Source: an optimization exercise on an open RTL-to-GDS flow (aim: small area, a short achievable clock period and few clock cycles per item). Production flows keep margins and buffers that such runs may drop.
RTL that was checked went through simulation tests only; none was proved equivalent to the original.
Function not checked in run 2: the RTL went through the layout flow alone.

==> flow/flow/run.sh <==
#!/bin/bash
# Layout flow: the standard flow (standard.sh), with:
#  - the standard synthesis script, with the 3-input XOR/XNOR cells added to
#    the platform's don't-use list (flow/dont_use.txt holds the platform's
#    list plus those); registers map exactly as in the standard synthesis;
#  - the port buffers (every input and output still gets one) made from
#    sky130_fd_sc_hd__buf_2 instead of the default choice.
# Each make run's output goes to its own log file here.
set -euo pipefail
MARGIN=$(cat flow/setup_margin.txt)
DONT_USE=$(cat flow/dont_use.txt)
bash standard.sh "DONT_USE_CELLS=$DONT_USE" synth > synth.log 2>&1
bash standard.sh "DONT_USE_CELLS=$DONT_USE" SETUP_SLACK_MARGIN=$MARGIN "BUFFER_PORTS_ARGS=-buffer_cell sky130_fd_sc_hd__buf_2" finish > layout.log 2>&1
==> flow/flow/dont_use.txt <==
sky130_fd_sc_hd__probe_p_8 sky130_fd_sc_hd__probec_p_8 sky130_fd_sc_hd__lpflow_bleeder_1 sky130_fd_sc_hd__lpflow_clkbufkapwr_1 sky130_fd_sc_hd__lpflow_clkbufkapwr_16 sky130_fd_sc_hd__lpflow_clkbufkapwr_2 sky130_fd_sc_hd__lpflow_clkbufkapwr_4 sky130_fd_sc_hd__lpflow_clkbufkapwr_8 sky130_fd_sc_hd__lpflow_clkinvkapwr_1 sky130_fd_sc_hd__lpflow_clkinvkapwr_16 sky130_fd_sc_hd__lpflow_clkinvkapwr_2 sky130_fd_sc_hd__lpflow_clkinvkapwr_4 sky130_fd_sc_hd__lpflow_clkinvkapwr_8 sky130_fd_sc_hd__lpflow_decapkapwr_12 sky130_fd_sc_hd__lpflow_decapkapwr_3 sky130_fd_sc_hd__lpflow_decapkapwr_4 sky130_fd_sc_hd__lpflow_decapkapwr_6 sky130_fd_sc_hd__lpflow_decapkapwr_8 sky130_fd_sc_hd__lpflow_inputiso0n_1 sky130_fd_sc_hd__lpflow_inputiso0p_1 sky130_fd_sc_hd__lpflow_inputiso1n_1 sky130_fd_sc_hd__lpflow_inputiso1p_1 sky130_fd_sc_hd__lpflow_inputisolatch_1 sky130_fd_sc_hd__lpflow_isobufsrc_1 sky130_fd_sc_hd__lpflow_isobufsrc_16 sky130_fd_sc_hd__lpflow_isobufsrc_2 sky130_fd_sc_hd__lpflow_isobufsrc_4 sky130_fd_sc_hd__lpflow_isobufsrc_8 sky130_fd_sc_hd__lpflow_isobufsrckapwr_16 sky130_fd_sc_hd__lpflow_lsbuf_lh_hl_isowell_tap_1 sky130_fd_sc_hd__lpflow_lsbuf_lh_hl_isowell_tap_2 sky130_fd_sc_hd__lpflow_lsbuf_lh_hl_isowell_tap_4 sky130_fd_sc_hd__lpflow_lsbuf_lh_isowell_4 sky130_fd_sc_hd__lpflow_lsbuf_lh_isowell_tap_1 sky130_fd_sc_hd__lpflow_lsbuf_lh_isowell_tap_2 sky130_fd_sc_hd__lpflow_lsbuf_lh_isowell_tap_4 sky130_fd_sc_hd__xor3_1 sky130_fd_sc_hd__xor3_2 sky130_fd_sc_hd__xor3_4 sky130_fd_sc_hd__xnor3_1 sky130_fd_sc_hd__xnor3_2 sky130_fd_sc_hd__xnor3_4
==> flow/flow/setup_margin.txt <==
6.0
==> flow/standard.sh <==
#!/bin/bash
# synth_recipe.tcl (not shown) runs the flow's synth.tcl, then flattens the netlist and writes it again
# the make line also repeats each setting of config.mk as NAME=value (left out here)
make -C /OpenROAD-flow-scripts/flow DESIGN_CONFIG=/design/flow/config.mk WORK_HOME=/design/flow/orfs CLKGATE_MAP_FILE= SYNTH_SCRIPT=/design/flow/synth_recipe.tcl "${@:-finish}"
==> flow/config.mk <==
export PLATFORM = sky130hd
export DESIGN_NAME = xts_line_engine
export DESIGN_NICKNAME = xts_line_engine
export VERILOG_FILES = /design/flow/design.v
export SDC_FILE = /design/flow/constraint.sdc
export NUM_CORES = 8
export LEC_CHECK = 0
export CAP_MARGIN = 30
export CORE_MARGIN = 2
export CORE_UTILIZATION = 45
export PLACE_DENSITY = 0.55
export SLEW_MARGIN = 30
export TNS_END_PERCENT = 0
==> flow/constraint.sdc <==
create_clock -name core_clock -period 10.0 [get_ports {clk}]
set_input_delay 2.0000 -clock core_clock [delete_from_list [all_inputs] [get_ports {clk}]]
set_output_delay 2.0000 -clock core_clock [all_outputs]
set_load 0.01 [all_outputs]
==> flow/design.v <==
module sbox_top (input wire [7:0] a, output wire [17:0] p);
    wire T1 = a[4] ^ a[7];
    wire T2 = a[2] ^ a[7];
    wire T3 = a[1] ^ a[7];
    wire T4 = a[2] ^ a[4];
    wire T6 = a[1] ^ a[3] ^ a[4] ^ a[7];
    wire T8 = a[0] ^ a[1] ^ a[3] ^ a[4] ^ a[7];
    wire T9 = a[0] ^ a[5] ^ a[6];
    wire T10 = a[1] ^ a[3] ^ a[4] ^ a[5] ^ a[6] ^ a[7];
    wire T13 = a[1] ^ a[2] ^ a[4] ^ a[7];
    wire T14 = a[1] ^ a[2] ^ a[3] ^ a[4] ^ a[6] ^ a[7];
    wire T15 = a[1] ^ a[2] ^ a[3] ^ a[6];
    wire T16 = a[1] ^ a[2] ^ a[3] ^ a[5];
    wire T17 = a[0] ^ a[1] ^ a[2] ^ a[3] ^ a[6];
    wire T19 = a[0] ^ a[4] ^ a[5] ^ a[6];
    wire T20 = a[0] ^ a[5] ^ a[6] ^ a[7];
    wire T22 = a[0] ^ a[1] ^ a[5] ^ a[6];
    wire T23 = a[0] ^ a[1] ^ a[2] ^ a[5] ^ a[6] ^ a[7];
    wire T24 = a[1] ^ a[2] ^ a[3] ^ a[4] ^ a[5] ^ a[6];
    wire T25 = a[1] ^ a[2] ^ a[3] ^ a[5] ^ a[7];
    wire T26 = a[2] ^ a[3] ^ a[5] ^ a[7];
    wire T27 = a[2] ^ a[4] ^ a[5] ^ a[7];
    wire U7 = a[0];
    wire M1 = T13 & T6;
    wire M2 = T23 & T8;
    wire M3 = T14 ^ M1;
    wire M4 = T19 & U7;
    wire M5 = M4 ^ M1;
    wire M6 = T3 & T16;
    wire M7 = T22 & T9;
    wire M8 = T26 ^ M6;
    wire M9 = T20 & T17;
    wire M10 = M9 ^ M6;
    wire M11 = T1 & T15;
    wire M12 = T4 & T27;
    wire M13 = M12 ^ M11;
    wire M14 = T2 & T10;
    wire M15 = M14 ^ M11;
    wire M16 = M3 ^ M2;
    wire M17 = M5 ^ T24;
    wire M18 = M8 ^ M7;
    wire M19 = M10 ^ M15;
    wire M20 = M16 ^ M13;
    wire M21 = M17 ^ M15;
    wire M22 = M18 ^ M13;
    wire M23 = M19 ^ T25;
    wire M24 = M22 ^ M23;
    wire M25 = M22 & M20;
    wire M26 = M21 ^ M25;
    wire M27 = M20 ^ M21;
    wire M28 = M23 ^ M25;
    wire M29 = M28 & M27;
    wire M30 = M26 & M24;
    wire M31 = M20 & M23;
    wire M32 = M27 & M31;
    wire M33 = M27 ^ M25;
    wire M34 = M21 & M22;
    wire M35 = M24 & M34;
    wire M36 = M24 ^ M25;
    wire M37 = M21 ^ M29;
    wire M38 = M32 ^ M33;
    wire M39 = M23 ^ M30;
    wire M40 = M35 ^ M36;
    wire M41 = M38 ^ M40;
    wire M42 = M37 ^ M39;
    wire M43 = M37 ^ M38;
    wire M44 = M39 ^ M40;
    wire M45 = M42 ^ M41;
    wire M46 = M44 & T6;
    wire M47 = M40 & T8;
    wire M48 = M39 & U7;
    wire M49 = M43 & T16;
    wire M50 = M38 & T9;
    wire M51 = M37 & T17;
    wire M52 = M42 & T15;
    wire M53 = M45 & T27;
    wire M54 = M41 & T10;
    wire M55 = M44 & T13;
    wire M56 = M40 & T23;
    wire M57 = M39 & T19;
    wire M58 = M43 & T3;
    wire M59 = M38 & T22;
    wire M60 = M37 & T20;
    wire M61 = M42 & T1;
    wire M62 = M45 & T4;
    wire M63 = M41 & T2;
    assign p = {M63, M62, M61, M60, M59, M58, M57, M56, M55, M54, M53, M52, M51, M50, M49, M48, M47, M46};
endmodule
module sbox_bot (input wire [17:0] p, output wire [7:0] y);
    assign y[0] = ~(p[0] ^ p[2] ^ p[3] ^ p[5] ^ p[12] ^ p[13] ^ p[15] ^ p[16]);
    assign y[1] = ~(p[4] ^ p[5] ^ p[7] ^ p[8] ^ p[12] ^ p[13] ^ p[15] ^ p[16]);
    assign y[2] = p[0] ^ p[2] ^ p[3] ^ p[4] ^ p[7] ^ p[8] ^ p[10] ^ p[11] ^ p[12] ^ p[14] ^ p[15] ^ p[16];
    assign y[3] = p[1] ^ p[2] ^ p[4] ^ p[5] ^ p[9] ^ p[10] ^ p[15] ^ p[16];
    assign y[4] = p[0] ^ p[1] ^ p[3] ^ p[4] ^ p[9] ^ p[10] ^ p[15] ^ p[16];
    assign y[5] = ~(p[0] ^ p[2] ^ p[6] ^ p[8] ^ p[12] ^ p[14] ^ p[15] ^ p[17]);
    assign y[6] = ~(p[0] ^ p[1] ^ p[6] ^ p[7] ^ p[9] ^ p[10] ^ p[15] ^ p[16]);
    assign y[7] = p[3] ^ p[4] ^ p[6] ^ p[7] ^ p[9] ^ p[10] ^ p[15] ^ p[16];
endmodule
module aes_sbox (input wire [7:0] a, output wire [7:0] y);
    wire [17:0] p;
    sbox_top u_t (.a(a), .p(p));
    sbox_bot u_b (.p(p), .y(y));
endmodule
module sbox_dual_top (input wire [7:0] a, input wire [7:0] b, input wire dec, output wire [17:0] p);
    wire T1 = dec ? (b[3] ^ b[4]) : (a[4] ^ a[7]);
    wire T2 = dec ? (~(b[6] ^ b[7])) : (a[2] ^ a[7]);
    wire T3 = dec ? (b[0] ^ b[1] ^ b[3] ^ b[4]) : (a[1] ^ a[7]);
    wire T4 = dec ? (~(b[3] ^ b[4] ^ b[6] ^ b[7])) : (a[2] ^ a[4]);
    wire T6 = dec ? (b[2] ^ b[4] ^ b[5] ^ b[6]) : (a[1] ^ a[3] ^ a[4] ^ a[7]);
    wire T8 = dec ? (~(b[4] ^ b[6] ^ b[7])) : (a[0] ^ a[1] ^ a[3] ^ a[4] ^ a[7]);
    wire T9 = dec ? (~(b[0] ^ b[3] ^ b[4])) : (a[0] ^ a[5] ^ a[6]);
    wire T10 = dec ? (b[0] ^ b[3] ^ b[6] ^ b[7]) : (a[1] ^ a[3] ^ a[4] ^ a[5] ^ a[6] ^ a[7]);
    wire T13 = dec ? (~(b[0] ^ b[1] ^ b[6] ^ b[7])) : (a[1] ^ a[2] ^ a[4] ^ a[7]);
    wire T14 = dec ? (~(b[0] ^ b[1] ^ b[2] ^ b[3] ^ b[6] ^ b[7])) : (a[1] ^ a[2] ^ a[3] ^ a[4] ^ a[6] ^ a[7]);
    wire T15 = dec ? (~(b[0] ^ b[1] ^ b[2] ^ b[4] ^ b[6] ^ b[7])) : (a[1] ^ a[2] ^ a[3] ^ a[6]);
    wire T16 = dec ? (~(b[1] ^ b[3] ^ b[5] ^ b[6])) : (a[1] ^ a[2] ^ a[3] ^ a[5]);
    wire T17 = dec ? (b[0] ^ b[1] ^ b[4] ^ b[5] ^ b[6]) : (a[0] ^ a[1] ^ a[2] ^ a[3] ^ a[6]);
    wire T19 = dec ? (~(b[0] ^ b[1] ^ b[4] ^ b[6])) : (a[0] ^ a[4] ^ a[5] ^ a[6]);
    wire T20 = dec ? (~(b[0] ^ b[1] ^ b[3] ^ b[6])) : (a[0] ^ a[5] ^ a[6] ^ a[7]);
    wire T22 = dec ? (~(b[4] ^ b[6])) : (a[0] ^ a[1] ^ a[5] ^ a[6]);
    wire T23 = dec ? (b[4] ^ b[7]) : (a[0] ^ a[1] ^ a[2] ^ a[5] ^ a[6] ^ a[7]);
    wire T24 = dec ? (~(b[0] ^ b[3])) : (a[1] ^ a[2] ^ a[3] ^ a[4] ^ a[5] ^ a[6]);
    wire T25 = dec ? (~(b[3] ^ b[4] ^ b[5])) : (a[1] ^ a[2] ^ a[3] ^ a[5] ^ a[7]);
    wire T26 = dec ? (~(b[0] ^ b[4] ^ b[5] ^ b[6])) : (a[2] ^ a[3] ^ a[5] ^ a[7]);
    wire T27 = dec ? (~(b[1] ^ b[2] ^ b[3] ^ b[4])) : (a[2] ^ a[4] ^ a[5] ^ a[7]);
    wire U7 = dec ? (~(b[2] ^ b[5] ^ b[7])) : (a[0]);
    wire M1 = T13 & T6;
    wire M2 = T23 & T8;
    wire M3 = T14 ^ M1;
    wire M4 = T19 & U7;
    wire M5 = M4 ^ M1;
    wire M6 = T3 & T16;
    wire M7 = T22 & T9;
    wire M8 = T26 ^ M6;
    wire M9 = T20 & T17;
    wire M10 = M9 ^ M6;
    wire M11 = T1 & T15;
    wire M12 = T4 & T27;
    wire M13 = M12 ^ M11;
    wire M14 = T2 & T10;
    wire M15 = M14 ^ M11;
    wire M16 = M3 ^ M2;
    wire M17 = M5 ^ T24;
    wire M18 = M8 ^ M7;
    wire M19 = M10 ^ M15;
    wire M20 = M16 ^ M13;
    wire M21 = M17 ^ M15;
    wire M22 = M18 ^ M13;
    wire M23 = M19 ^ T25;
    wire M24 = M22 ^ M23;
    wire M25 = M22 & M20;
    wire M26 = M21 ^ M25;
    wire M27 = M20 ^ M21;
    wire M28 = M23 ^ M25;
    wire M29 = M28 & M27;
    wire M30 = M26 & M24;
    wire M31 = M20 & M23;
    wire M32 = M27 & M31;
    wire M33 = M27 ^ M25;
    wire M34 = M21 & M22;
    wire M35 = M24 & M34;
    wire M36 = M24 ^ M25;
    wire M37 = M21 ^ M29;
    wire M38 = M32 ^ M33;
    wire M39 = M23 ^ M30;
    wire M40 = M35 ^ M36;
    wire M41 = M38 ^ M40;
    wire M42 = M37 ^ M39;
    wire M43 = M37 ^ M38;
    wire M44 = M39 ^ M40;
    wire M45 = M42 ^ M41;
    wire M46 = M44 & T6;
    wire M47 = M40 & T8;
    wire M48 = M39 & U7;
    wire M49 = M43 & T16;
    wire M50 = M38 & T9;
    wire M51 = M37 & T17;
    wire M52 = M42 & T15;
    wire M53 = M45 & T27;
    wire M54 = M41 & T10;
    wire M55 = M44 & T13;
    wire M56 = M40 & T23;
    wire M57 = M39 & T19;
    wire M58 = M43 & T3;
    wire M59 = M38 & T22;
    wire M60 = M37 & T20;
    wire M61 = M42 & T1;
    wire M62 = M45 & T4;
    wire M63 = M41 & T2;
    assign p = {M63, M62, M61, M60, M59, M58, M57, M56, M55, M54, M53, M52, M51, M50, M49, M48, M47, M46};
endmodule
module sbox_dual_bot (input wire [17:0] p, input wire dec, output wire [7:0] y);
    assign y[0] = dec ? (p[9] ^ p[11] ^ p[15] ^ p[17]) : (~(p[0] ^ p[2] ^ p[3] ^ p[5] ^ p[12] ^ p[13] ^ p[15] ^ p[16]));
    assign y[1] = dec ? (p[3] ^ p[4] ^ p[6] ^ p[7] ^ p[12] ^ p[13] ^ p[15] ^ p[16]) : (~(p[4] ^ p[5] ^ p[7] ^ p[8] ^ p[12] ^ p[13] ^ p[15] ^ p[16]));
    assign y[2] = dec ? (p[0] ^ p[1] ^ p[4] ^ p[5] ^ p[6] ^ p[8] ^ p[12] ^ p[13] ^ p[15] ^ p[16]) : (p[0] ^ p[2] ^ p[3] ^ p[4] ^ p[7] ^ p[8] ^ p[10] ^ p[11] ^ p[12] ^ p[14] ^ p[15] ^ p[16]);
    assign y[3] = dec ? (p[0] ^ p[2] ^ p[4] ^ p[5] ^ p[6] ^ p[7] ^ p[10] ^ p[11] ^ p[12] ^ p[13] ^ p[15] ^ p[17]) : (p[1] ^ p[2] ^ p[4] ^ p[5] ^ p[9] ^ p[10] ^ p[15] ^ p[16]);
    assign y[4] = dec ? (p[0] ^ p[2] ^ p[6] ^ p[8] ^ p[12] ^ p[13] ^ p[15] ^ p[16]) : (p[0] ^ p[1] ^ p[3] ^ p[4] ^ p[9] ^ p[10] ^ p[15] ^ p[16]);
    assign y[5] = dec ? (p[1] ^ p[2] ^ p[3] ^ p[4] ^ p[6] ^ p[8] ^ p[10] ^ p[11] ^ p[12] ^ p[14] ^ p[15] ^ p[16]) : (~(p[0] ^ p[2] ^ p[6] ^ p[8] ^ p[12] ^ p[14] ^ p[15] ^ p[17]));
    assign y[6] = dec ? (p[1] ^ p[2] ^ p[3] ^ p[4] ^ p[6] ^ p[8] ^ p[9] ^ p[10] ^ p[13] ^ p[14] ^ p[15] ^ p[17]) : (~(p[0] ^ p[1] ^ p[6] ^ p[7] ^ p[9] ^ p[10] ^ p[15] ^ p[16]));
    assign y[7] = dec ? (p[3] ^ p[5] ^ p[6] ^ p[8] ^ p[12] ^ p[13] ^ p[15] ^ p[16]) : (p[3] ^ p[4] ^ p[6] ^ p[7] ^ p[9] ^ p[10] ^ p[15] ^ p[16]);
endmodule
module round_s1 (
    input  wire [127:0] x,
    input  wire         dec,
    output wire [287:0] mid
);
    wire [127:0] sr, isr;
    genvar i;
    generate
        for (i = 0; i < 16; i = i + 1) begin : g_sr
            assign sr[127-8*i -: 8]  = x[127-8*((i%4) + 4*(((i/4) + (i%4)) % 4)) -: 8];
            assign isr[127-8*i -: 8] = x[127-8*((i%4) + 4*(((i/4) + 4 - (i%4)) % 4)) -: 8];
        end
        for (i = 0; i < 16; i = i + 1) begin : g
            sbox_dual_top u (.a(sr[8*i +: 8]), .b(isr[8*i +: 8]), .dec(dec), .p(mid[18*i +: 18]));
        end
    endgenerate
endmodule
module round_s2 (
    input  wire [287:0] mid,
    input  wire         dec,
    input  wire         last,
    input  wire [127:0] k,
    output wire [127:0] y
);
    wire [127:0] ua, mc;
    genvar i;
    generate
        for (i = 0; i < 16; i = i + 1) begin : g_sb
            sbox_dual_bot u (.p(mid[18*i +: 18]), .dec(dec), .y(ua[8*i +: 8]));
        end
        for (i = 0; i < 4; i = i + 1) begin : g_mc
            aes_mixcol_dual u (.a(ua[127-32*i -: 32]), .dec(dec), .y(mc[127-32*i -: 32]));
        end
    endgenerate
    assign y = (last ? ua : mc) ^ k;
endmodule
module aes_xtime (
    input  wire [7:0] a,
    output wire [7:0] y
);
    assign y = {a[6:0], 1'b0} ^ (a[7] ? 8'h1b : 8'h00);
endmodule
module aes_mixcol_dual (
    input  wire [31:0] a,
    input  wire        dec,
    output wire [31:0] y
);
    wire [7:0] a0 = a[31:24];
    wire [7:0] a1 = a[23:16];
    wire [7:0] a2 = a[15:8];
    wire [7:0] a3 = a[7:0];
    wire [7:0] u0, u1, v0, v1;
    aes_xtime x_u0 (.a(a0 ^ a2), .y(u0));
    aes_xtime x_u1 (.a(u0), .y(u1));
    aes_xtime x_v0 (.a(a1 ^ a3), .y(v0));
    aes_xtime x_v1 (.a(v0), .y(v1));
    wire [7:0] p = dec ? u1 : 8'h00;
    wire [7:0] q = dec ? v1 : 8'h00;
    wire [7:0] b0 = a0 ^ p;
    wire [7:0] b1 = a1 ^ q;
    wire [7:0] b2 = a2 ^ p;
    wire [7:0] b3 = a3 ^ q;
    wire [7:0] x0, x1, x2, x3;
    aes_xtime u_x0 (.a(b0), .y(x0));
    aes_xtime u_x1 (.a(b1), .y(x1));
    aes_xtime u_x2 (.a(b2), .y(x2));
    aes_xtime u_x3 (.a(b3), .y(x3));
    assign y[31:24] = x0 ^ x1 ^ b1 ^ b2 ^ b3;
    assign y[23:16] = b0 ^ x1 ^ x2 ^ b2 ^ b3;
    assign y[15:8]  = b0 ^ b1 ^ x2 ^ x3 ^ b3;
    assign y[7:0]   = x0 ^ b0 ^ b1 ^ b2 ^ x3;
endmodule
module aes_mixcol (
    input  wire [31:0] a,
    output wire [31:0] y
);
    wire [7:0] a0 = a[31:24];
    wire [7:0] a1 = a[23:16];
    wire [7:0] a2 = a[15:8];
    wire [7:0] a3 = a[7:0];
    wire [7:0] x0, x1, x2, x3;
    aes_xtime u_x0 (.a(a0), .y(x0));
    aes_xtime u_x1 (.a(a1), .y(x1));
    aes_xtime u_x2 (.a(a2), .y(x2));
    aes_xtime u_x3 (.a(a3), .y(x3));
    assign y[31:24] = x0 ^ x1 ^ a1 ^ a2 ^ a3;
    assign y[23:16] = a0 ^ x1 ^ x2 ^ a2 ^ a3;
    assign y[15:8]  = a0 ^ a1 ^ x2 ^ x3 ^ a3;
    assign y[7:0]   = x0 ^ a0 ^ a1 ^ a2 ^ x3;
endmodule
module eround_s1 (
    input  wire [127:0] x,
    output wire [287:0] mid
);
    genvar i;
    generate
        for (i = 0; i < 16; i = i + 1) begin : g
            sbox_top u (.a(x[8*i +: 8]), .p(mid[18*i +: 18]));
        end
    endgenerate
endmodule
module eround_s2 (
    input  wire [287:0] mid,
    input  wire         last,
    input  wire [127:0] k,
    output wire [127:0] sb,
    output wire [127:0] y
);
    wire [127:0] sr, mc;
    genvar i;
    generate
        for (i = 0; i < 16; i = i + 1) begin : g_sb
            sbox_bot u (.p(mid[18*i +: 18]), .y(sb[8*i +: 8]));
        end
        for (i = 0; i < 16; i = i + 1) begin : g_sr
            assign sr[127-8*i -: 8] = sb[127-8*((i%4) + 4*(((i/4) + (i%4)) % 4)) -: 8];
        end
        for (i = 0; i < 4; i = i + 1) begin : g_mc
            aes_mixcol u (.a(sr[127-32*i -: 32]), .y(mc[127-32*i -: 32]));
        end
    endgenerate
    assign y = (last ? sr : mc) ^ k;
endmodule
module aes_inv_mixcol (
    input  wire [31:0] a,
    output wire [31:0] y
);
    wire [7:0] u0, u1, v0, v1;
    aes_xtime x_u0 (.a(a[31:24] ^ a[15:8]), .y(u0));
    aes_xtime x_u1 (.a(u0), .y(u1));
    aes_xtime x_v0 (.a(a[23:16] ^ a[7:0]), .y(v0));
    aes_xtime x_v1 (.a(v0), .y(v1));
    aes_mixcol u_m (.a(a ^ {u1, v1, u1, v1}), .y(y));
endmodule
module key_step_a (
    input  wire [255:0] k,
    input  wire         inv,
    input  wire         rot,
    output wire [71:0]  p
);
    wire [31:0] w   = inv ? k[159:128] : k[31:0];
    wire [31:0] sin = rot ? {w[23:0], w[31:24]} : w;
    sbox_top u_s0 (.a(sin[31:24]), .p(p[71:54]));
    sbox_top u_s1 (.a(sin[23:16]), .p(p[53:36]));
    sbox_top u_s2 (.a(sin[15:8]),  .p(p[35:18]));
    sbox_top u_s3 (.a(sin[7:0]),   .p(p[17:0]));
endmodule
module key_step_sub (
    input  wire [71:0] p,
    output wire [31:0] s
);
    sbox_bot u_s0 (.p(p[71:54]), .y(s[31:24]));
    sbox_bot u_s1 (.p(p[53:36]), .y(s[23:16]));
    sbox_bot u_s2 (.p(p[35:18]), .y(s[15:8]));
    sbox_bot u_s3 (.p(p[17:0]),  .y(s[7:0]));
endmodule
module key_step_next (
    input  wire [255:0] k,
    input  wire [31:0]  s,
    input  wire         inv,
    input  wire [7:0]   rcon,
    output wire [255:0] kn
);
    wire [31:0] w0 = k[255:224];
    wire [31:0] w1 = k[223:192];
    wire [31:0] w2 = k[191:160];
    wire [31:0] w3 = k[159:128];
    wire [31:0] w4 = k[127:96];
    wire [31:0] w5 = k[95:64];
    wire [31:0] w6 = k[63:32];
    wire [31:0] w7 = k[31:0];
    wire [31:0] t  = s ^ {rcon, 24'h0};
    wire [31:0] c1 = w0 ^ w1;
    wire [31:0] c2 = c1 ^ w2;
    wire [31:0] c3 = c2 ^ w3;
    wire [31:0] n0 = w0 ^ t;
    wire [31:0] n1 = c1 ^ t;
    wire [31:0] n2 = c2 ^ t;
    wire [31:0] n3 = c3 ^ t;
    wire [31:0] p0 = w4 ^ t;
    wire [31:0] p1 = w5 ^ w4;
    wire [31:0] p2 = w6 ^ w5;
    wire [31:0] p3 = w7 ^ w6;
    assign kn = inv ? {p0, p1, p2, p3, k[255:128]} : {k[127:0], n0, n1, n2, n3};
endmodule
module xts_line_engine (
    input  wire         clk,
    input  wire         rst,
    input  wire         in_valid,
    output wire         in_ready,
    input  wire         in_decrypt,
    input  wire [255:0] in_key1,
    input  wire [255:0] in_key2,
    input  wire [39:0]  in_line,
    input  wire [47:0]  in_gen,
    input  wire [511:0] in_data,
    output wire         out_valid,
    input  wire         out_ready,
    output wire [511:0] out_data
);
    function automatic [127:0] bswap128(input [127:0] x);
        integer b;
        begin
            for (b = 0; b < 16; b = b + 1)
                bswap128[8*b +: 8] = x[8*(15-b) +: 8];
        end
    endfunction
    function automatic [255:0] bswap256(input [255:0] x);
        integer b;
        begin
            for (b = 0; b < 32; b = b + 1)
                bswap256[8*b +: 8] = x[8*(31-b) +: 8];
        end
    endfunction
    function automatic [127:0] mul_a(input [127:0] t);
        mul_a = {t[126:0], 1'b0} ^ {120'h0, (t[127] ? 8'h87 : 8'h00)};
    endfunction
    function automatic [127:0] mul_ainv(input [127:0] u);
        reg [127:0] v;
        begin
            v = u ^ {120'h0, (u[0] ? 8'h87 : 8'h00)};
            mul_ainv = {u[0], v[127:1]};
        end
    endfunction
    function automatic [7:0] rcon_of(input [3:0] i);
        rcon_of = i[0] ? 8'h00 : (8'h01 << i[3:1]);
    endfunction
    reg  [4:0]   dcnt;       
    reg  [4:0]   tcnt;       
    reg          has_n;      
    reg          t_done;     
    reg          d_valid;    
    reg          out_full;   
    reg          wr1;        
    reg          ld1;        
    reg          in_rdy;
    reg          n_dec;      
    reg          d_dec;      
    reg          go;         
    reg          en;         
    reg          ldsel;      
    reg          dec1;       
    reg          last2;      
    reg          en_b, ldsel_b, dec1_b, last2_b, dec2_b;
    reg  [511:0] buffer;     
    reg  [511:0] obuf;       
    reg  [255:0] k1c;        
    reg  [255:0] k1n;        
    reg  [255:0] k2;         
    reg  [127:0] tc;         
    reg  [127:0] tr2;        
    reg  [287:0] tr1;        
    reg  [3:0]   ks_i;       
    reg  [71:0]  kc1;        
    reg  [3:0]   kc_i;
    reg  [127:0] rk0;        
    assign in_ready  = in_rdy;
    assign out_valid = out_full;
    assign out_data  = obuf;
    wire acc  = in_valid & in_rdy;
    wire take = out_full & out_ready;
    wire d0   = (dcnt == 5'd0);
    wire ldn  = go & has_n;
    wire wr   = go & d_valid;
    wire tact = has_n & ~t_done;
    wire [4:0] dcnt_n     = d0 ? {4'd0, go} : ((dcnt == 5'd27) ? 5'd0 : dcnt + 5'd1);
    wire       d0_n       = (dcnt_n == 5'd0);
    wire       has_n_n    = acc | (has_n & ~ldn);
    wire       t_done_n   = ~(acc | ldn) & (t_done | (tact & (tcnt == 5'd27)));
    wire       d_valid_n  = go ? has_n : d_valid;
    wire       out_full_n = wr1 | (out_full & ~take);
    wire       n_dec_n    = in_rdy ? in_decrypt : n_dec;
    wire       d_dec_n    = ldn ? n_dec : d_dec;
    wire       go_n       = d0_n & ~out_full_n &
                            ((has_n_n & t_done_n) | (d_valid_n & ~has_n_n));
    always @(posedge clk) begin
        en_b    <= ~d0_n | go_n;
        ldsel_b <= (dcnt_n[4:1] == 4'd0);
        dec1_b  <= d0_n ? n_dec_n : d_dec_n;
        last2_b <= d0_n | (dcnt_n == 5'd27);
        dec2_b  <= d_dec_n;
    end
    always @(posedge clk) begin
        if (rst) begin
            dcnt     <= 5'd0;
            tcnt     <= 5'd0;
            has_n    <= 1'b0;
            t_done   <= 1'b0;
            d_valid  <= 1'b0;
            out_full <= 1'b0;
            wr1      <= 1'b0;
            ld1      <= 1'b0;
            in_rdy   <= 1'b1;
            n_dec    <= 1'b0;
            d_dec    <= 1'b0;
            go       <= 1'b0;
            en       <= 1'b0;
            ldsel    <= 1'b1;
            dec1     <= 1'b0;
            last2    <= 1'b1;
        end else begin
            dcnt     <= dcnt_n;
            has_n    <= has_n_n;
            t_done   <= t_done_n;
            d_valid  <= d_valid_n;
            out_full <= out_full_n;
            wr1      <= wr;
            ld1      <= ldn;
            in_rdy   <= ~has_n_n | go_n;
            n_dec    <= n_dec_n;
            d_dec    <= d_dec_n;
            go       <= go_n;
            en       <= ~d0_n | go_n;
            ldsel    <= (dcnt_n[4:1] == 4'd0);
            dec1     <= d0_n ? n_dec_n : d_dec_n;
            last2    <= d0_n | (dcnt_n == 5'd27);
            if (acc)
                tcnt <= 5'd1;
            else if (tact)
                tcnt <= tcnt + 5'd1;
        end
    end
    wire [127:0] tweak_in = bswap128({40'h0, in_gen, in_line});
    wire [255:0] key1_in  = bswap256(in_key1);
    wire [255:0] key2_in  = bswap256(in_key2);
    wire [3:0]   ks_idx = tcnt[4:1];
    wire         ks_rot = ~ks_idx[0];
    wire [31:0]  k2_w   = ks_rot ? {k2[23:0], k2[31:24]} : k2[31:0];
    wire [31:0]  k1n_w  = ks_rot ? {k1n[23:0], k1n[31:24]} : k1n[31:0];
    wire [127:0] te_x   = in_rdy  ? (tweak_in ^ key2_in[255:128]) :
                          tcnt[0] ? {tr2[127:64], k1n_w, k2_w} : tr2;
    wire [287:0] te_mid;
    wire [127:0] te_sb, te_y;
    eround_s1 u_te1 (.x(te_x), .mid(te_mid));
    eround_s2 u_te2 (.mid(tr1), .last(tcnt == 5'd27), .k(k2[127:0]), .sb(te_sb), .y(te_y));
    wire [255:0] k2_next, k1n_next;
    key_step_next u_kn2 (.k(k2),  .s(te_sb[31:0]),  .inv(1'b0), .rcon(rcon_of(ks_i)), .kn(k2_next));
    key_step_next u_kn1 (.k(k1n), .s(te_sb[63:32]), .inv(1'b0), .rcon(rcon_of(ks_i)), .kn(k1n_next));
    wire [127:0] tn = bswap128(tr2);
    always @(posedge clk) begin
        tr1  <= te_mid;
        ks_i <= ks_idx;
        if (tact & tcnt[0])
            tr2 <= te_y;
        else if (go)
            tr2 <= bswap128(mul_a(tn));
        if (in_rdy) begin
            k2  <= key2_in;
            k1n <= key1_in;
        end else begin
            if (tact & ~tcnt[0])
                k2 <= k2_next;
            if (tact & ~tcnt[0] & n_dec)
                k1n <= k1n_next;
        end
    end
    wire [127:0] k1c_hi = k1c[255:128];
    wire [127:0] k1c_hi_imc;
    genvar c;
    generate
        for (c = 0; c < 4; c = c + 1) begin : g_kimc
            aes_inv_mixcol u (.a(k1c_hi[127-32*c -: 32]), .y(k1c_hi_imc[127-32*c -: 32]));
        end
    endgenerate
    wire [127:0] rk2 = d_dec ? (last2 ? k1c_hi : k1c_hi_imc) : k1c[127:0];
    always @(posedge clk)
        rk0 <= n_dec ? k1n[127:0] : k1n[255:128];
    wire [127:0] tn2 = mul_a(mul_a(tn));
    wire [127:0] tc2 = mul_a(mul_a(tc));
    wire [127:0] r2_0, r2_1;
    wire [127:0] res0 = bswap128(r2_0) ^ tc;
    wire [127:0] res1 = bswap128(r2_1) ^ tc2;
    data_unit u_d0 (
        .clk(clk), .en(en), .ldsel(ldsel),
        .ld(bswap128(obuf[255:128]) ^ (bswap128(tn) ^ rk0)),
        .dec1(dec1), .dec2(d_dec), .last2(last2), .rk(rk2), .r2(r2_0)
    );
    data_unit u_d1 (
        .clk(clk), .en(en_b), .ldsel(ldsel_b),
        .ld(bswap128(obuf[511:384]) ^ (bswap128(tn2) ^ rk0)),
        .dec1(dec1_b), .dec2(dec2_b), .last2(last2_b), .rk(rk2), .r2(r2_1)
    );
    wire [3:0]   kc_q   = dcnt[4:1];
    wire [3:0]   kc_idx = d_dec ? (4'd12 - kc_q) : kc_q;
    wire [71:0]  kc_p;
    wire [31:0]  kc_s;
    wire [255:0] k1c_next;
    key_step_a    u_kca (.k(k1c), .inv(d_dec), .rot(~kc_idx[0]), .p(kc_p));
    key_step_sub  u_kcs (.p(kc1), .s(kc_s));
    key_step_next u_kcn (.k(k1c), .s(kc_s), .inv(d_dec), .rcon(rcon_of(kc_i)), .kn(k1c_next));
    always @(posedge clk) begin
        kc1  <= kc_p;
        kc_i <= kc_idx;
        if (ldn)
            k1c <= k1n;
        else if (~dcnt[0] & ~d0)
            k1c <= k1c_next;
        if (go)
            tc <= mul_a(tc);
        else if (ld1)
            tc <= mul_ainv(tn);
    end
    always @(posedge clk)
        if (in_rdy)
            buffer <= in_data;
    wire pre_ld = go_n & has_n_n;    
    always @(posedge clk) begin
        if (wr) begin
            obuf[127:0]   <= res0;
            obuf[383:256] <= res1;
        end
        if (pre_ld) begin
            obuf[255:128] <= buffer[127:0];
            obuf[511:384] <= buffer[383:256];
        end else if (ldn) begin
            obuf[255:128] <= buffer[255:128];
            obuf[511:384] <= buffer[511:384];
        end else if (wr1) begin
            obuf[255:128] <= res0;
            obuf[511:384] <= res1;
        end
    end
endmodule
module data_unit (
    input  wire         clk,
    input  wire         en,
    input  wire         ldsel,
    input  wire [127:0] ld,
    input  wire         dec1,
    input  wire         dec2,
    input  wire         last2,
    input  wire [127:0] rk,
    output reg  [127:0] r2
);
    reg  [287:0] r1;
    wire [287:0] mid;
    wire [127:0] y;
    round_s1 u_s1 (.x(ldsel ? ld : r2), .dec(dec1), .mid(mid));
    round_s2 u_s2 (.mid(r1), .dec(dec2), .last(last2), .k(rk), .y(y));
    always @(posedge clk) begin
        if (en) begin
            r1 <= mid;
            r2 <= y;
        end
    end
endmodule
==> results of run 1 <==
what timing repair did:
action | CTS | global route
gates resized for setup | 1161 | 170
cloned | 28 | 1
endpoints found under the setup margin | 1915 | 1757
setup buffers | 519 | 72
pin swaps | 125 | 27
cell type report:
cell class                      instances  share of cell area
Antenna cell                          414             0.00338
Inverter                              213             0.00274
Tap cell                             7506              0.0306
Clock buffer                          514              0.0363
Multi-Input combinational cell      20900               0.533
Clock inverter                        234             0.00860
Sequential cell                      3405               0.316
Timing Repair Buffer                 2933              0.0693
flip-flops by register name (all words and copies together), names as in the netlist, 4 cells and up:
name     flops
k1c        256
rk0        128
kc1         72
buffer     512
k2         256
ks_i         4
k1n        256
u_d1.r1    288
dcnt         5
kc_i         4
u_d0.r2    128
tcnt         5
u_d0.r1    288
tr2        128
tr1        288
obuf       512
u_d1.r2    128
tc         128
how the worst min path moves through the flow:
stage / slack [ns] / to / start
after floorplan: 0.36 / ks_i[0]$_DFF_P_ / tcnt[1]$_SDFFE_PP0P_
after global placement: 0.39 / ks_i[3]$_DFF_P_ / tcnt[4]$_SDFFE_PP0P_
after detailed placement: 0.40 / ks_i[3]$_DFF_P_ / tcnt[4]$_SDFFE_PP0P_
after CTS: 0.41 / ks_i[3]$_DFF_P_ / tcnt[4]$_SDFFE_PP0P_
after global routing: 0.43 / ks_i[3]$_DFF_P_ / tcnt[4]$_SDFFE_PP0P_
final: 0.42 / ks_i[3]$_DFF_P_ / tcnt[4]$_SDFFE_PP0P_
cell usage after synthesis, types with 214 or more instances:
library cell	number
xnor2_1	7320
a21oi_1	1198
o21ai_1	234
nor2_1	2227
clkbuf_1	862
a211oi_1	214
edfxtp_1	2880
xor2_1	2485
nand2_1	2066
mux2i_1	748
dfxtp_1	525
o21ai_0	1344
mux2_2	619
metal layers:
metal	track usage	share of wire	wire (um)
met2	0.659	0.41	567000
met5	0	0.00096	1330
met4	0.445	0.12	161000
met3	0.125	0.11	152000
met1	0.573	0.37	509000
worst reg2reg max path, cell delays in order, from the launching register on:
cell      delay (ns)
edfxtp_1        0.59
buf_4           0.42
xnor2_1         0.21
mux2i_2         0.16
buf_4           0.30
xnor2_2         0.21
xnor2_2         0.39
xor2_1          0.26
o32ai_2         0.15
xnor2_1         0.60
xnor2_2         0.23
buf_4           0.21
nor2_1          0.05
nor2_1          0.11
o32ai_1         0.12
a211oi_1        0.44
logic make-up after synthesis:
| group | Yosys count |
|---|---|
| AO/OA/AOI/OAI | 3895 |
| XOR/XNOR | 9974 |
| adder cells (fa/ha/maj) | 25 |
| buffers and inverters | 1406 |
| flip-flops | 3405 |
| multiplexers | 1577 |
| AND/OR/NAND/NOR | 5408 |
placed cells by master (no fill, tap or decap), drive strengths merged, types with 199 or more instances in the layout:
cell       n
diode    414
edfxtp  2880
buf     2915
mux2     621
clkbuf   515
a211oi   217
nor2    2228
nand2   2068
xor2    2506
o21ai   1592
a21oi   1209
xnor2   7473
dfxtp    525
nand2b   199
inv      230
mux2i    923
==> key figures, run 1 <==
Placement
  • Pre-CTS setup slack: approximately 2.8 ns
  • I/O Buffers: ~1600
  • Final HPWL DP: approximately 1100000 um
  • Global placement routability congestion: 1.09
  • DP Area: around 0.28 mm^2
  • Cells after DPL: 34300

Synth
  • Main combinational cell family by area after synthesis: XOR/XNOR gates
  • Post-synth ARST share: 0
  • EDFF count, synth: 2880
  • Post-Synth Simple-Gate Area: 0.0896
  • Post-synthesis adder-cell area fraction: 0.00103
  • Unique masters post-synth: approximately 110
  • Post-synthesis sequential area ratio: 0.380
  • Complex-gate fraction of the synthesized area: 0.0889
  • Synth area leader: edfxtp_1
  • Synth warnings: 2
  • Mean Syn Cell Area: 9.94 um^2
  • Top cell type's share of synthesized area: 0.339
  • Seq cells post-synth: between 3000 and 4000
  • Mux share of post-synthesis cell area: 0.0707
  • Top cells by area, synth: edfxtp_1 (34%), xnor2_1 (25%), xor2_1 (8.5%)
  • Mapped Cells: 25700
  • Main synth FF type: edfxtp_1
  • Synth Area in XOR/XNOR: 0.347
  • Post-synthesis cell area: 0.255 mm^2
  • Synth Net Count: 26800

Routing
  • WL/cell: 38.5 um
  • DR DRC count: 0
  • Routed vias: 215000
  • Final WL: about 1400000 um
  • Via density: 5.95
  • Antenna viol nets, final: 0
  • Iter 0 DRT Violations: 32200
  • TritonRoute pass-1 iters: 7

Min path
  • Hold Path Depth: 0
  • HP Class: register to register

Setup path
  • Worst path cell trace: buf_4 -> xnor2_1 -> mux2i_2 -> buf_4 -> xnor2_2 -> xnor2_2 -> xor2_1 -> o32ai_2 -> xnor2_1 -> xnor2_2 -> buf_4 -> nor2_1 -> nor2_1 -> o32ai_1 -> a211oi_1
  • Capture point of the critical path: u_d1.r1[229]$_DFFE_PP_
  • CP max FO: 7
  • Critical path class: register to register
  • Worst Path Buf+Inv: 3
  • Crit path depth: 15
  • Reg2Reg Setup Slack: between 5 and 6 ns
  • R2R depth: 15
  • Crit-path leading delay family: XOR/XNOR gates
  • CP max stage cell: xnor2_1
  • Crit. End Element: register
  • Startpoint types: register
  • Worst EP arrival: 5.53 ns
  • Worst Path Required: approximately 11 ns
  • Worst setup path start: tr2[78]$_DFFE_PP_
  • CP max stage delay: around 0.60 ns
  • Critical R2R Capture: u_d1.r1[229]$_DFFE_PP_
  • Reg-to-Reg Start: tr2[78]$_DFFE_PP_

Die
  • DIE AREA: 0.574 mm^2
  • Die height: 757 um
  • Die width: roughly 760 um
  • Starting Density: 0.452
  • Row cnt: between 200 and 300
  • # IOs: roughly 1600
  • Core area: roughly 0.56 mm^2

CTS
  • Reg clk slew, reported paths: about 0.06 ns
  • CTS tree: built
  • Hold_buf cts: 0
  • Clock Tree Buf Depth: 4
  • H-tree depth: 5
  • CTS Buf Count: 399
  • Worst skew pair latency: between 1 and 1.5 ns
  • Clock tree sinks: about 3400
  • Clk root buf: clkbuf_16

STA
  • PnR worst setup slack: 5.21 ns
  • # setup viols final: 0
  • Worst Max-Slew Pin Slew: ~1.2 ns
  • Pins Over Slew Limit: 0
  • Setup TNS: 0 ns
  • Clock Skews: 0.109 ns
  • Min Hold Slack: ~0.42 ns
  • Fin crit period: ~4.8 ns
  • Final hold violations: 0
  • RSZ-0062 raised after global routing: true
  • Final Cycle Share: 0.479
  • Relative slew slack: 0.155
  • Max Clock Freq: approximately 210 MHz

Outcome
  • Outcome: finished clean

Cells and area
  • Layout area overhead: 20.1%
  • Multi-input logic area: approximately 0.16 mm^2
  • Post-layout util: 0.543
  • Fin area: 0.307 mm^2
  • Final Non-Filler Cells: roughly 36000
  • Layout net count: between 20000 and 30000
  • Share of cells above drive strength 1: 0.207
  • Sequential cell area: 0.0971 mm^2
  • # fillers: between 50000 and 60000

GRT
  • Largest net degree at the start of global routing: between 200 and 250
  • Vias in the first global route: between 150k and 200k
  • First-pass GRT wire length: 1790000 um
  • Initial antenna violation count: 381
  • Total grt overflow: 0
  • Gr usage total: 0.467

Flow run
  • Max-Cap Viols: 0
Testbench counts, summed over its fixed seeds: cycles 7,416, lines 256.
==> inputs of run 2 (changes only) <==
--- a/flow/design.v
+++ b/flow/design.v
@@ -102,27 +102,27 @@
     sbox_bot u_b (.p(p), .y(y));
 endmodule
-module sbox_dual_top (input wire [7:0] a, input wire [7:0] b, input wire dec, output wire [17:0] p);
-    wire T1 = dec ? (b[3] ^ b[4]) : (a[4] ^ a[7]);
-    wire T2 = dec ? (~(b[6] ^ b[7])) : (a[2] ^ a[7]);
-    wire T3 = dec ? (b[0] ^ b[1] ^ b[3] ^ b[4]) : (a[1] ^ a[7]);
-    wire T4 = dec ? (~(b[3] ^ b[4] ^ b[6] ^ b[7])) : (a[2] ^ a[4]);
-    wire T6 = dec ? (b[2] ^ b[4] ^ b[5] ^ b[6]) : (a[1] ^ a[3] ^ a[4] ^ a[7]);
-    wire T8 = dec ? (~(b[4] ^ b[6] ^ b[7])) : (a[0] ^ a[1] ^ a[3] ^ a[4] ^ a[7]);
-    wire T9 = dec ? (~(b[0] ^ b[3] ^ b[4])) : (a[0] ^ a[5] ^ a[6]);
-    wire T10 = dec ? (b[0] ^ b[3] ^ b[6] ^ b[7]) : (a[1] ^ a[3] ^ a[4] ^ a[5] ^ a[6] ^ a[7]);
-    wire T13 = dec ? (~(b[0] ^ b[1] ^ b[6] ^ b[7])) : (a[1] ^ a[2] ^ a[4] ^ a[7]);
-    wire T14 = dec ? (~(b[0] ^ b[1] ^ b[2] ^ b[3] ^ b[6] ^ b[7])) : (a[1] ^ a[2] ^ a[3] ^ a[4] ^ a[6] ^ a[7]);
-    wire T15 = dec ? (~(b[0] ^ b[1] ^ b[2] ^ b[4] ^ b[6] ^ b[7])) : (a[1] ^ a[2] ^ a[3] ^ a[6]);
-    wire T16 = dec ? (~(b[1] ^ b[3] ^ b[5] ^ b[6])) : (a[1] ^ a[2] ^ a[3] ^ a[5]);
-    wire T17 = dec ? (b[0] ^ b[1] ^ b[4] ^ b[5] ^ b[6]) : (a[0] ^ a[1] ^ a[2] ^ a[3] ^ a[6]);
-    wire T19 = dec ? (~(b[0] ^ b[1] ^ b[4] ^ b[6])) : (a[0] ^ a[4] ^ a[5] ^ a[6]);
-    wire T20 = dec ? (~(b[0] ^ b[1] ^ b[3] ^ b[6])) : (a[0] ^ a[5] ^ a[6] ^ a[7]);
-    wire T22 = dec ? (~(b[4] ^ b[6])) : (a[0] ^ a[1] ^ a[5] ^ a[6]);
-    wire T23 = dec ? (b[4] ^ b[7]) : (a[0] ^ a[1] ^ a[2] ^ a[5] ^ a[6] ^ a[7]);
-    wire T24 = dec ? (~(b[0] ^ b[3])) : (a[1] ^ a[2] ^ a[3] ^ a[4] ^ a[5] ^ a[6]);
-    wire T25 = dec ? (~(b[3] ^ b[4] ^ b[5])) : (a[1] ^ a[2] ^ a[3] ^ a[5] ^ a[7]);
-    wire T26 = dec ? (~(b[0] ^ b[4] ^ b[5] ^ b[6])) : (a[2] ^ a[3] ^ a[5] ^ a[7]);
-    wire T27 = dec ? (~(b[1] ^ b[2] ^ b[3] ^ b[4])) : (a[2] ^ a[4] ^ a[5] ^ a[7]);
-    wire U7 = dec ? (~(b[2] ^ b[5] ^ b[7])) : (a[0]);
+module sbox_dual_top (input wire [7:0] a, input wire dec, output wire [17:0] p);
+    wire T1 = dec ? (a[3] ^ a[4]) : (a[4] ^ a[7]);
+    wire T2 = dec ? (~(a[6] ^ a[7])) : (a[2] ^ a[7]);
+    wire T3 = dec ? (a[0] ^ a[1] ^ a[3] ^ a[4]) : (a[1] ^ a[7]);
+    wire T4 = dec ? (~(a[3] ^ a[4] ^ a[6] ^ a[7])) : (a[2] ^ a[4]);
+    wire T6 = dec ? (a[2] ^ a[4] ^ a[5] ^ a[6]) : (a[1] ^ a[3] ^ a[4] ^ a[7]);
+    wire T8 = dec ? (~(a[4] ^ a[6] ^ a[7])) : (a[0] ^ a[1] ^ a[3] ^ a[4] ^ a[7]);
+    wire T9 = dec ? (~(a[0] ^ a[3] ^ a[4])) : (a[0] ^ a[5] ^ a[6]);
+    wire T10 = dec ? (a[0] ^ a[3] ^ a[6] ^ a[7]) : (a[1] ^ a[3] ^ a[4] ^ a[5] ^ a[6] ^ a[7]);
+    wire T13 = dec ? (~(a[0] ^ a[1] ^ a[6] ^ a[7])) : (a[1] ^ a[2] ^ a[4] ^ a[7]);
+    wire T14 = dec ? (~(a[0] ^ a[1] ^ a[2] ^ a[3] ^ a[6] ^ a[7])) : (a[1] ^ a[2] ^ a[3] ^ a[4] ^ a[6] ^ a[7]);
+    wire T15 = dec ? (~(a[0] ^ a[1] ^ a[2] ^ a[4] ^ a[6] ^ a[7])) : (a[1] ^ a[2] ^ a[3] ^ a[6]);
+    wire T16 = dec ? (~(a[1] ^ a[3] ^ a[5] ^ a[6])) : (a[1] ^ a[2] ^ a[3] ^ a[5]);
+    wire T17 = dec ? (a[0] ^ a[1] ^ a[4] ^ a[5] ^ a[6]) : (a[0] ^ a[1] ^ a[2] ^ a[3] ^ a[6]);
+    wire T19 = dec ? (~(a[0] ^ a[1] ^ a[4] ^ a[6])) : (a[0] ^ a[4] ^ a[5] ^ a[6]);
+    wire T20 = dec ? (~(a[0] ^ a[1] ^ a[3] ^ a[6])) : (a[0] ^ a[5] ^ a[6] ^ a[7]);
+    wire T22 = dec ? (~(a[4] ^ a[6])) : (a[0] ^ a[1] ^ a[5] ^ a[6]);
+    wire T23 = dec ? (a[4] ^ a[7]) : (a[0] ^ a[1] ^ a[2] ^ a[5] ^ a[6] ^ a[7]);
+    wire T24 = dec ? (~(a[0] ^ a[3])) : (a[1] ^ a[2] ^ a[3] ^ a[4] ^ a[5] ^ a[6]);
+    wire T25 = dec ? (~(a[3] ^ a[4] ^ a[5])) : (a[1] ^ a[2] ^ a[3] ^ a[5] ^ a[7]);
+    wire T26 = dec ? (~(a[0] ^ a[4] ^ a[5] ^ a[6])) : (a[2] ^ a[3] ^ a[5] ^ a[7]);
+    wire T27 = dec ? (~(a[1] ^ a[2] ^ a[3] ^ a[4])) : (a[2] ^ a[4] ^ a[5] ^ a[7]);
+    wire U7 = dec ? (~(a[2] ^ a[5] ^ a[7])) : (a[0]);
     wire M1 = T13 & T6;
     wire M2 = T23 & T8;
@@ -205,13 +205,8 @@
     output wire [287:0] mid
 );
-    wire [127:0] sr, isr;
     genvar i;
     generate
-        for (i = 0; i < 16; i = i + 1) begin : g_sr
-            assign sr[127-8*i -: 8]  = x[127-8*((i%4) + 4*(((i/4) + (i%4)) % 4)) -: 8];
-            assign isr[127-8*i -: 8] = x[127-8*((i%4) + 4*(((i/4) + 4 - (i%4)) % 4)) -: 8];
-        end
         for (i = 0; i < 16; i = i + 1) begin : g
-            sbox_dual_top u (.a(sr[8*i +: 8]), .b(isr[8*i +: 8]), .dec(dec), .p(mid[18*i +: 18]));
+            sbox_dual_top u (.a(x[8*i +: 8]), .dec(dec), .p(mid[18*i +: 18]));
         end
     endgenerate
@@ -224,9 +219,13 @@
     output wire [127:0] y
 );
-    wire [127:0] ua, mc;
+    wire [127:0] sb, sr, isr, ua, mc;
     genvar i;
     generate
         for (i = 0; i < 16; i = i + 1) begin : g_sb
-            sbox_dual_bot u (.p(mid[18*i +: 18]), .dec(dec), .y(ua[8*i +: 8]));
+            sbox_dual_bot u (.p(mid[18*i +: 18]), .dec(dec), .y(sb[8*i +: 8]));
+        end
+        for (i = 0; i < 16; i = i + 1) begin : g_sr
+            assign sr[127-8*i -: 8]  = sb[127-8*((i%4) + 4*(((i/4) + (i%4)) % 4)) -: 8];
+            assign isr[127-8*i -: 8] = sb[127-8*((i%4) + 4*(((i/4) + 4 - (i%4)) % 4)) -: 8];
         end
         for (i = 0; i < 4; i = i + 1) begin : g_mc
@@ -234,4 +233,5 @@
         end
     endgenerate
+    assign ua = dec ? isr : sr;
     assign y = (last ? ua : mc) ^ k;
 endmodule
@@ -305,8 +305,7 @@
     input  wire         last,
     input  wire [127:0] k,
-    output wire [127:0] sb,
     output wire [127:0] y
 );
-    wire [127:0] sr, mc;
+    wire [127:0] sb, sr, mc;
     genvar i;
     generate
@@ -372,11 +371,8 @@
     wire [31:0] w7 = k[31:0];
     wire [31:0] t  = s ^ {rcon, 24'h0};
-    wire [31:0] c1 = w0 ^ w1;
-    wire [31:0] c2 = c1 ^ w2;
-    wire [31:0] c3 = c2 ^ w3;
     wire [31:0] n0 = w0 ^ t;
-    wire [31:0] n1 = c1 ^ t;
-    wire [31:0] n2 = c2 ^ t;
-    wire [31:0] n3 = c3 ^ t;
+    wire [31:0] n1 = w1 ^ n0;
+    wire [31:0] n2 = w2 ^ n1;
+    wire [31:0] n3 = w3 ^ n2;
     wire [31:0] p0 = w4 ^ t;
     wire [31:0] p1 = w5 ^ w4;
@@ -433,4 +429,5 @@
     reg          d_valid;    
     reg          out_full;   
+    reg          sw1;        
     reg          wr1;        
     reg          ld1;        
@@ -443,7 +440,5 @@
     reg          dec1;       
     reg          last2;      
-    reg          en_b, ldsel_b, dec1_b, last2_b, dec2_b;
-    reg  [511:0] buffer;     
-    reg  [511:0] obuf;       
+    reg  [511:0] buffer;
     reg  [255:0] k1c;        
     reg  [255:0] k1n;        
@@ -452,11 +447,11 @@
     reg  [127:0] tr2;        
     reg  [287:0] tr1;        
-    reg  [3:0]   ks_i;       
+    reg  [71:0]  ks1;        
+    reg  [3:0]   ks_i;
     reg  [71:0]  kc1;        
     reg  [3:0]   kc_i;
-    reg  [127:0] rk0;        
     assign in_ready  = in_rdy;
     assign out_valid = out_full;
-    assign out_data  = obuf;
+    assign out_data  = buffer;
     wire acc  = in_valid & in_rdy;
     wire take = out_full & out_ready;
@@ -471,15 +466,7 @@
     wire       d_valid_n  = go ? has_n : d_valid;
     wire       out_full_n = wr1 | (out_full & ~take);
-    wire       n_dec_n    = in_rdy ? in_decrypt : n_dec;
+    wire       n_dec_n    = acc ? in_decrypt : n_dec;
     wire       d_dec_n    = ldn ? n_dec : d_dec;
-    wire       go_n       = d0_n & ~out_full_n &
-                            ((has_n_n & t_done_n) | (d_valid_n & ~has_n_n));
-    always @(posedge clk) begin
-        en_b    <= ~d0_n | go_n;
-        ldsel_b <= (dcnt_n[4:1] == 4'd0);
-        dec1_b  <= d0_n ? n_dec_n : d_dec_n;
-        last2_b <= d0_n | (dcnt_n == 5'd27);
-        dec2_b  <= d_dec_n;
-    end
+    wire       go_n       = d0_n & ((has_n_n & t_done_n) | (d_valid_n & ~has_n_n & ~out_full_n));
     always @(posedge clk) begin
         if (rst) begin
@@ -490,4 +477,5 @@
             d_valid  <= 1'b0;
             out_full <= 1'b0;
+            sw1      <= 1'b0;
             wr1      <= 1'b0;
             ld1      <= 1'b0;
@@ -506,7 +494,8 @@
             d_valid  <= d_valid_n;
             out_full <= out_full_n;
+            sw1      <= go;
             wr1      <= wr;
             ld1      <= ldn;
-            in_rdy   <= ~has_n_n | go_n;
+            in_rdy   <= ~has_n_n & ~out_full_n & (dcnt_n != 5'd1) & ~(d0_n & d_valid_n);
             n_dec    <= n_dec_n;
             d_dec    <= d_dec_n;
@@ -517,5 +506,5 @@
             last2    <= d0_n | (dcnt_n == 5'd27);
             if (acc)
-                tcnt <= 5'd1;
+                tcnt <= 5'd0;
             else if (tact)
                 tcnt <= tcnt + 5'd1;
@@ -525,32 +514,33 @@
     wire [255:0] key1_in  = bswap256(in_key1);
     wire [255:0] key2_in  = bswap256(in_key2);
-    wire [3:0]   ks_idx = tcnt[4:1];
-    wire         ks_rot = ~ks_idx[0];
-    wire [31:0]  k2_w   = ks_rot ? {k2[23:0], k2[31:24]} : k2[31:0];
-    wire [31:0]  k1n_w  = ks_rot ? {k1n[23:0], k1n[31:24]} : k1n[31:0];
-    wire [127:0] te_x   = in_rdy  ? (tweak_in ^ key2_in[255:128]) :
-                          tcnt[0] ? {tr2[127:64], k1n_w, k2_w} : tr2;
     wire [287:0] te_mid;
-    wire [127:0] te_sb, te_y;
-    eround_s1 u_te1 (.x(te_x), .mid(te_mid));
-    eround_s2 u_te2 (.mid(tr1), .last(tcnt == 5'd27), .k(k2[127:0]), .sb(te_sb), .y(te_y));
+    wire [127:0] te_y;
+    eround_s1 u_te1 (.x(tr2), .mid(te_mid));
+    eround_s2 u_te2 (.mid(tr1), .last(tcnt == 5'd27), .k(k2[127:0]), .y(te_y));
+    wire [71:0]  ks_p;
+    wire [31:0]  ks_s;
     wire [255:0] k2_next, k1n_next;
-    key_step_next u_kn2 (.k(k2),  .s(te_sb[31:0]),  .inv(1'b0), .rcon(rcon_of(ks_i)), .kn(k2_next));
-    key_step_next u_kn1 (.k(k1n), .s(te_sb[63:32]), .inv(1'b0), .rcon(rcon_of(ks_i)), .kn(k1n_next));
+    wire [3:0]   ks_idx = tcnt[4:1];
+    key_step_a    u_ksa (.k(tcnt[0] ? k1n : k2), .inv(1'b0), .rot(~ks_idx[0]), .p(ks_p));
+    key_step_sub  u_kss (.p(ks1), .s(ks_s));
+    key_step_next u_kn2 (.k(k2),  .s(ks_s), .inv(1'b0), .rcon(rcon_of(ks_i)), .kn(k2_next));
+    key_step_next u_kn1 (.k(k1n), .s(ks_s), .inv(1'b0), .rcon(rcon_of(ks_i)), .kn(k1n_next));
     wire [127:0] tn = bswap128(tr2);
     always @(posedge clk) begin
         tr1  <= te_mid;
+        ks1  <= ks_p;
         ks_i <= ks_idx;
-        if (tact & tcnt[0])
-            tr2 <= te_y;
-        else if (go)
-            tr2 <= bswap128(mul_a(tn));
-        if (in_rdy) begin
-            k2  <= key2_in;
-            k1n <= key1_in;
+        if (acc) begin
+            k2    <= key2_in;
+            k1n   <= key1_in;
+            tr2   <= tweak_in ^ key2_in[255:128];
         end else begin
-            if (tact & ~tcnt[0])
+            if (tact & tcnt[0])
+                tr2 <= te_y;
+            else if (go)
+                tr2 <= bswap128(mul_a(tn));
+            if (tact & tcnt[0] & (tcnt != 5'd27))
                 k2 <= k2_next;
-            if (tact & ~tcnt[0] & n_dec)
+            if (tact & ~tcnt[0] & (tcnt != 5'd0) & n_dec)
                 k1n <= k1n_next;
         end
@@ -565,6 +555,5 @@
     endgenerate
     wire [127:0] rk2 = d_dec ? (last2 ? k1c_hi : k1c_hi_imc) : k1c[127:0];
-    always @(posedge clk)
-        rk0 <= n_dec ? k1n[127:0] : k1n[255:128];
+    wire [127:0] rk0 = n_dec ? k1n[127:0] : k1n[255:128];
     wire [127:0] tn2 = mul_a(mul_a(tn));
     wire [127:0] tc2 = mul_a(mul_a(tc));
@@ -574,11 +563,11 @@
     data_unit u_d0 (
         .clk(clk), .en(en), .ldsel(ldsel),
-        .ld(bswap128(obuf[255:128]) ^ (bswap128(tn) ^ rk0)),
+        .ld(bswap128(buffer[127:0]) ^ (bswap128(tn) ^ rk0)),
         .dec1(dec1), .dec2(d_dec), .last2(last2), .rk(rk2), .r2(r2_0)
     );
     data_unit u_d1 (
-        .clk(clk), .en(en_b), .ldsel(ldsel_b),
-        .ld(bswap128(obuf[511:384]) ^ (bswap128(tn2) ^ rk0)),
-        .dec1(dec1_b), .dec2(dec2_b), .last2(last2_b), .rk(rk2), .r2(r2_1)
+        .clk(clk), .en(en), .ldsel(ldsel),
+        .ld(bswap128(buffer[383:256]) ^ (bswap128(tn2) ^ rk0)),
+        .dec1(dec1), .dec2(d_dec), .last2(last2), .rk(rk2), .r2(r2_1)
     );
     wire [3:0]   kc_q   = dcnt[4:1];
@@ -602,22 +591,12 @@
             tc <= mul_ainv(tn);
     end
-    always @(posedge clk)
-        if (in_rdy)
-            buffer <= in_data;
-    wire pre_ld = go_n & has_n_n;    
     always @(posedge clk) begin
-        if (wr) begin
-            obuf[127:0]   <= res0;
-            obuf[383:256] <= res1;
-        end
-        if (pre_ld) begin
-            obuf[255:128] <= buffer[127:0];
-            obuf[511:384] <= buffer[383:256];
-        end else if (ldn) begin
-            obuf[255:128] <= buffer[255:128];
-            obuf[511:384] <= buffer[511:384];
-        end else if (wr1) begin
-            obuf[255:128] <= res0;
-            obuf[511:384] <= res1;
+        if (acc) begin
+            buffer <= in_data;
+        end else if (go | sw1) begin
+            buffer[127:0]   <= buffer[255:128];
+            buffer[255:128] <= res0;
+            buffer[383:256] <= buffer[511:384];
+            buffer[511:384] <= res1;
         end
     end
==> flow/run.sh (new file) <==
#!/bin/bash
# synth_recipe.tcl (not shown) runs the flow's synth.tcl, then flattens the netlist and writes it again
# the make line also repeats each setting of config.mk as NAME=value (left out here)
make -C /OpenROAD-flow-scripts/flow DESIGN_CONFIG=/design/flow/config.mk WORK_HOME=/design/flow/orfs CLKGATE_MAP_FILE= SYNTH_SCRIPT=/design/flow/synth_recipe.tcl finish
--- a/flow/config.mk
+++ b/flow/config.mk
@@ -6,8 +6,7 @@
 export NUM_CORES = 8
 export LEC_CHECK = 0
-export CAP_MARGIN = 30
+export CAP_MARGIN = 20
 export CORE_MARGIN = 2
 export CORE_UTILIZATION = 45
-export PLACE_DENSITY = 0.55
-export SLEW_MARGIN = 30
-export TNS_END_PERCENT = 0
+export PLACE_DENSITY = 0.6
+export SLEW_MARGIN = 20
removed: flow/flow/run.sh
removed: flow/flow/dont_use.txt
removed: flow/flow/setup_margin.txt
removed: flow/standard.sh
==> run 2 against run 1 <==
- hold slack improved by 0.10 ns
- critical path type unchanged
- highest routed layer unchanged
- flip-flop and latch count is 572 lower
- register-to-register slack worse by 2.8 ns
- via count increased by 4.7%
- final cell count is 1.4% higher
- clock skew grew 0.041 ns
- final area fell by 4.3%
- non-clock buffer count decreased by 588
- first-iteration DRC count grew 17%
- wire length rose by 8.1%
- core utilization is 2.0 points lower
==> key figures, run 2 <==
Cells and area
  • Sequential cell area: about 0.080 mm^2
  • Largest register FFs: between 500 and 600
  • Layout area overhead: 15.7%
  • Most frequent cells in the layout: xnor2_1 (6563), nand2_1 (3652), nor2_1 (2716), xor2_1 (2671), edfxtp_1 (2368)
  • Final Non-Filler Cells: 36600
  • # fillers: 51700
  • Share of cells above drive strength 1: 0.0705
  • Post-layout util: 0.523
  • Fin area: slightly below 0.3 mm^2
  • Layout net count: between 20000 and 30000

STA
  • Max Clock Freq: 133 MHz
  • Clock Skews: 0.150 ns
  • # setup viols final: 0
  • Setup TNS: 0 ns
  • PnR worst setup slack: 2.46 ns
  • RSZ-0062 raised after global routing: false
  • Worst Max-Slew Pin Slew: ~1.4 ns
  • Final hold violations: 0
  • Min Hold Slack: between 0.5 and 0.6 ns

Placement
  • Global placement routability congestion: between 1 and 1.5
  • Cells after DPL: between 30000 and 40000
  • DP Area: around 0.28 mm^2
  • Pre-CTS setup slack: 2.96 ns

Setup path
  • CP max FO: between 40 and 50
  • Critical path class: register to register
  • CP max stage cell: mux2i_4
  • Crit. End Element: register
  • Worst EP arrival: 8.28 ns

GRT
  • First-pass GRT wire length: approximately 1900000 um
  • Total grt overflow: 0
  • Gr usage total: 0.507
  • Largest net degree at the start of global routing: 213
  • Vias in the first global route: roughly 200k

Routing
  • Via density: about 6
  • TritonRoute pass-1 iters: 7
  • WL/cell: approximately 41 um
  • DR DRC count: 0
  • Routed vias: around 220k
  • Final WL: between 1500000 and 2000000 um

Synth
  • Top cells by area, synth: edfxtp_1 (28%), xnor2_1 (23%), xor2_1 (9.3%)
  • Mean Syn Cell Area: a little over 9 um^2
  • Seq cells post-synth: about 2800
  • Mapped Cells: 27600
  • EDFF count, synth: approximately 2400
  • Top cell type's share of synthesized area: 0.280
  • Post-synthesis cell area: between 0.2 and 0.3 mm^2
  • Post-synthesis sequential area ratio: 0.317
  • Post-synth ARST share: 0
  • Count leader, synth: xnor2_1

Die
  • # IOs: around 1600
  • Row cnt: approximately 280
  • Die height: about 750 um
  • Core area: ~0.56 mm^2

CTS
  • CTS Buf Count: 352
  • Clock tree sinks: between 2000 and 3000
  • Hold_buf cts: 0
  • Post-CTS Resized: 0
  • Reg clk slew, reported paths: roughly 0.070 ns
  • Clock Tree Buf Depth: 4
  • Setup Buffers After CTS: 0
  • H-tree depth: 5
  • Clk root buf: clkbuf_16
  • CTS tree: built

Outcome
  • Outcome: finished clean

Min path
  • HP Class: register to register
-- run 2: changes by cell type in the layout (fill, tap and decap cells not counted), moves of 194 or more --
cell,before,now
nand2_1,2060,3652
xnor2_2,658,126
diode_2,414,208
xor2_1,2295,2671
mux2_2,617,177
xnor3_1,0,540
clkdlybuf4s50_1,0,1619
buf_4,1045,630
a21o_1,38,232
edfxtp_1,2880,2368
nor2_1,2220,2716
o21ai_0,1229,1434
buf_2,1629,8
-- run 2: kinds of logic after synthesis --
| kind of cell | after synthesis | synth area share |
|---|---|---|
| DFF | 2833 | 0.317 |
| buffers and inverters | 1821 | 0.0289 |
| adders and majority gates | 24 | 0.00101 |
| AOI/OAI and AO/OA | 4542 | 0.108 |
| and+or+nand+nor | 7312 | 0.117 |
| xor gates and xnor gates | 10000 | 0.383 |
| muxes | 1008 | 0.0453 |
-- run 2: routing by layer --
metal,track usage,up-vias,wire [um]
li1,-,94800,-
met1,0.610,110000,537000
met2,0.663,16200,564000
met3,0.244,3475,235000
met4,0.450,104,165000
met5,0.00311,-,841
-- run 2: final cells by class --
type	count	area share
Tap cell	7479	0.0319
Inverter	166	0.00222
Antenna cell	208	0.00177
Sequential cell	2833	0.274
Clock buffer	448	0.0334
Multi-Input combinational cell	22900	0.572
Clock inverter	200	0.00764
Timing Repair Buffer	2345	0.0771
-- run 2: critical path, delay by kind of cell, from the launching register on --
| kind | cells | cell delay, ns |
|---|---|---|
| xor+xnor | 5 | 2.23 |
| mux | 1 | 0.90 |
| simple gates | 2 | 0.25 |
| buf+inv | 2 | 1.14 |
| compound gates | 4 | 1.74 |
| flops | 1 | 0.72 |
-- run 2: worst paths after layout --
kind                      startpoint                      to  slack [ns]  cells past startpoint
setup / recovery    n_dec$_SDFF_PP0_  u_d1.r1[178]$_DFFE_PP_        2.46                     14
hold / removal    d_valid$_SDFF_PP0_          wr1$_SDFF_PP0_        0.53                      1
setup reg to reg    n_dec$_SDFF_PP0_  u_d1.r1[178]$_DFFE_PP_        2.46                     14
hold reg to reg   d_valid$_SDFF_PP0_          wr1$_SDFF_PP0_        0.53                      1

-- static timing again, ports no longer ideal --
The flow's constraints put no driver on any port. The routed layouts listed below were extracted and timed again, unchanged, in two steps.
Step 1 assumes that a clkbuf_16 drives the clock port and a buf_2 every other input.
Step 2 also shifts input and output timing later by t, the mid clock arrival at the registers, as if the neighbouring blocks saw the same clock.
Three values: ideal, step 1, step 2; two values: the first two.
| run | shift t [ns] | slack for setup (ns) | worst setup path at the end | clock arrival spread, ns |
|---|---|---|---|---|
| run 1 | 1.198 | 5.215 / 5.215 / 4.227 | input to register | 0.112 / 0.112 |
| run 2 | 1.224 | 2.463 / 2.463 / 2.463 | register to register | 0.153 / 0.153 |
After both steps every run listed still meets setup and hold. For run 1, which loses most, drivers alone change the setup slack by 0.000 ns; drivers and shift together by -0.988 ns.
